Background: an optimization exercise with open tools, aiming at small area, a short achievable clock period and few clock cycles per item. Do not read the settings as production practice. The RTL was checked by simulation tests, not by an equivalence proof against the original design.

==> inputs of lagoon <==
Design gcm_core, start of the top module:
module gcm_core (
    input  wire         clk,
    input  wire         rst,
    output wire         ready,
    input  wire         start,
    input  wire [1:0]   mode,       
    input  wire [255:0] key,
    input  wire [95:0]  iv,
    input  wire [127:0] aad,        
    input  wire [9:0]   nwords,     
    input  wire         in_valid,
    output wire         in_ready,
    input  wire [63:0]  in_data,
    output reg          out_valid,
    output reg  [63:0]  out_data
);
make LEC_CHECK=0 CAP_MARGIN=20 CORE_MARGIN=2 CORE_UTILIZATION=40 SLEW_MARGIN=20 finish   # period 8.0 ns
run.sh (not shown) runs the stock make flow with config.mk's settings and CLKGATE_MAP_FILE= SYNTH_SCRIPT=/design/flow/synth_recipe.tcl, a recipe that flattens the netlist after the stock synthesis.
==> inputs of willow, as changes to lagoon <==
--- a/flow/design.v
+++ b/flow/design.v
@@ -364,33 +364,33 @@
     reg [4:0]   count;    
     function [127:0] mul_alpha(input [127:0] v);
         mul_alpha = {1'b0, v[127:1]} ^ (v[0] ? {8'he1, 120'h0} : 128'h0);
     endfunction
     reg [127:0] z_next;
     integer k;
     always @(*) begin
         z_next = z;
-        for (k = 0; k < 16; k = k + 1)
+        for (k = 0; k < 8; k = k + 1)
             z_next = mul_alpha(z_next) ^ (xs[k] ? hr : 128'h0);
     end
     always @(posedge clk) begin
         if (rst) begin
             count <= 5'd0;
             done  <= 1'b0;
         end else begin
             done <= 1'b0;
             if (start) begin
                 z     <= 128'h0;
                 xs    <= x;
                 hr    <= h;
-                count <= 5'd8;
+                count <= 5'd16;
             end else if (count != 5'd0) begin
                 z     <= z_next;
-                xs    <= {16'h0, xs[127:16]};
+                xs    <= {8'h0, xs[127:8]};
                 count <= count - 5'd1;
                 if (count == 5'd1)
                     done <= 1'b1;
             end
         end
     end
 endmodule
 module gcm_core (
@@ -430,18 +430,16 @@
     reg [9:0]   words_in;     
     reg [31:0]  ctr;          
     reg [127:0] hkey;         
     reg [127:0] ej0;          
     reg [127:0] ks;           
     reg [127:0] acc;          
     reg [127:0] blk;          
     reg         waiting;      
-    reg         ks_pre;       
-    reg         ks_ok;        
     reg          aes_start;
     reg  [127:0] aes_in;
     wire         aes_done;
     wire [127:0] aes_out;
     aes256_core u_aes (
         .clk(clk), .rst(rst), .start(aes_start), .key(key_r),
         .block_in(aes_in), .done(aes_done), .block_out(aes_out)
     );
@@ -465,21 +463,17 @@
                            : {64'd128, payload_bits};
     always @(posedge clk) begin
         if (rst) begin
             st        <= S_IDLE;
             waiting   <= 1'b0;
             aes_start <= 1'b0;
             gh_start  <= 1'b0;
             out_valid <= 1'b0;
-            ks_pre    <= 1'b0;
-            ks_ok     <= 1'b0;
         end else begin
-            if (ks_pre && aes_done)
-                ks_ok <= 1'b1;
             aes_start <= 1'b0;
             gh_start  <= 1'b0;
             out_valid <= 1'b0;
             case (st)
                 S_IDLE: begin
                     if (start) begin
                         mode_r    <= mode;
                         key_r     <= key;
@@ -522,39 +516,27 @@
                         waiting <= 1'b0;
                         st      <= S_KS;
                     end
                 end
                 S_KS: begin
                     if (mode_r == MODE_GMAC) begin
                         ks <= 128'h0;
                         st <= S_RD0;
-                    end else if (ks_pre) begin
-                        if (ks_ok) begin
-                            ks     <= aes_out;
-                            ks_pre <= 1'b0;
-                            ks_ok  <= 1'b0;
-                            st     <= S_RD0;
-                        end
                     end else if (!waiting) begin
                         aes_in    <= {iv_r, ctr};
                         aes_start <= 1'b1;
                         waiting   <= 1'b1;
                     end else if (aes_done) begin
                         ks      <= aes_out;
                         waiting <= 1'b0;
                         st      <= S_RD0;
                     end
                 end
                 S_RD0: begin
-                    if (take && mode_r != MODE_GMAC && words_in + 10'd2 < nw_r) begin
-                        aes_in    <= {iv_r, ctr + 32'd1};
-                        aes_start <= 1'b1;
-                        ks_pre    <= 1'b1;
-                    end
                     if (take) begin
                         out_valid      <= 1'b1;
                         out_data       <= out_word;
                         blk[127:64]    <= (mode_r == MODE_GMAC) ? in_data : out_word;
                         blk[63:0]      <= 64'h0;
                         words_in       <= words_in + 10'd1;
                         st             <= last_in ? S_GH_BLK : S_RD1;
                     end
==> qor summary <==
| item | willow | lagoon |
|---|---|---|
| Bufs and invs on worst path | 4 | 3 |
| Routed len/inst | 34.78 microns | 37.42 microns |
| Global-route wire length before repair | 1304 mm | 1552 mm |
| Die Span Y | 679.3 microns | 713.8 microns |
| Post-synthesis share of cell area spent on and, or, nand and nor gates | 16.85% | 17.36% |
| Cell count of the worst reg-to-reg path | 16 | 13 |
| Final cycle utilization of the critical path | 77.53% | 82.06% |
| CP Max Fanout | 31 | 89 |
| Hold endpoint | u_gh.hr[28] | u_gh.hr[35] |
| Outcome | timing/DRC/antenna clean | timing/DRC/antenna clean |
| Clock tree cell share of total cell area | 4.750% | 4.347% |
| Critical path's largest stage delay | 0.67 ns | 0.91 ns |
| Count of sequential standard cells | 2,449 | 2,451 |
| Highest achievable clock rate | 161.2 MHz | 152.3 MHz |
Testbench counts of lagoon, summed over its fixed seeds: cycles 179,116, bytes 161,976.
Testbench counts of willow, summed over its fixed seeds: cycles 315,602, bytes 161,976.

## re-timing with driven ports
No port has a modelled driver above. Below, the same layouts with a new extraction and two added sets of constraints.
Step 1 sets driving cells, clkbuf_16 on the clock port and buf_2 on the other inputs (assumed; they add their load-dependent delay and slew).
Step 2 also shifts input and output timing later by t, the mid clock arrival at the registers, as if the neighbouring blocks saw the same clock.
Slacks: no drivers / after step 1 / after step 2; pairs: no drivers / after step 1.
| run | t, ns | setup slack, ns | clock arrival spread, ns | worst register clock-pin slew, ns |
|---|---|---|---|---|
| lagoon | 1.131 | 1.435 / 1.435 / 0.803 | 0.110 / 0.110 | 0.08 / 0.08 |
| willow | 1.122 | 1.798 / 1.798 / 1.139 | 0.073 / 0.072 | 0.07 / 0.07 |
After both steps every run listed still meets setup and hold. For willow, which loses most, drivers alone change the setup slack by 0.000 ns; drivers and shift together by -0.659 ns.
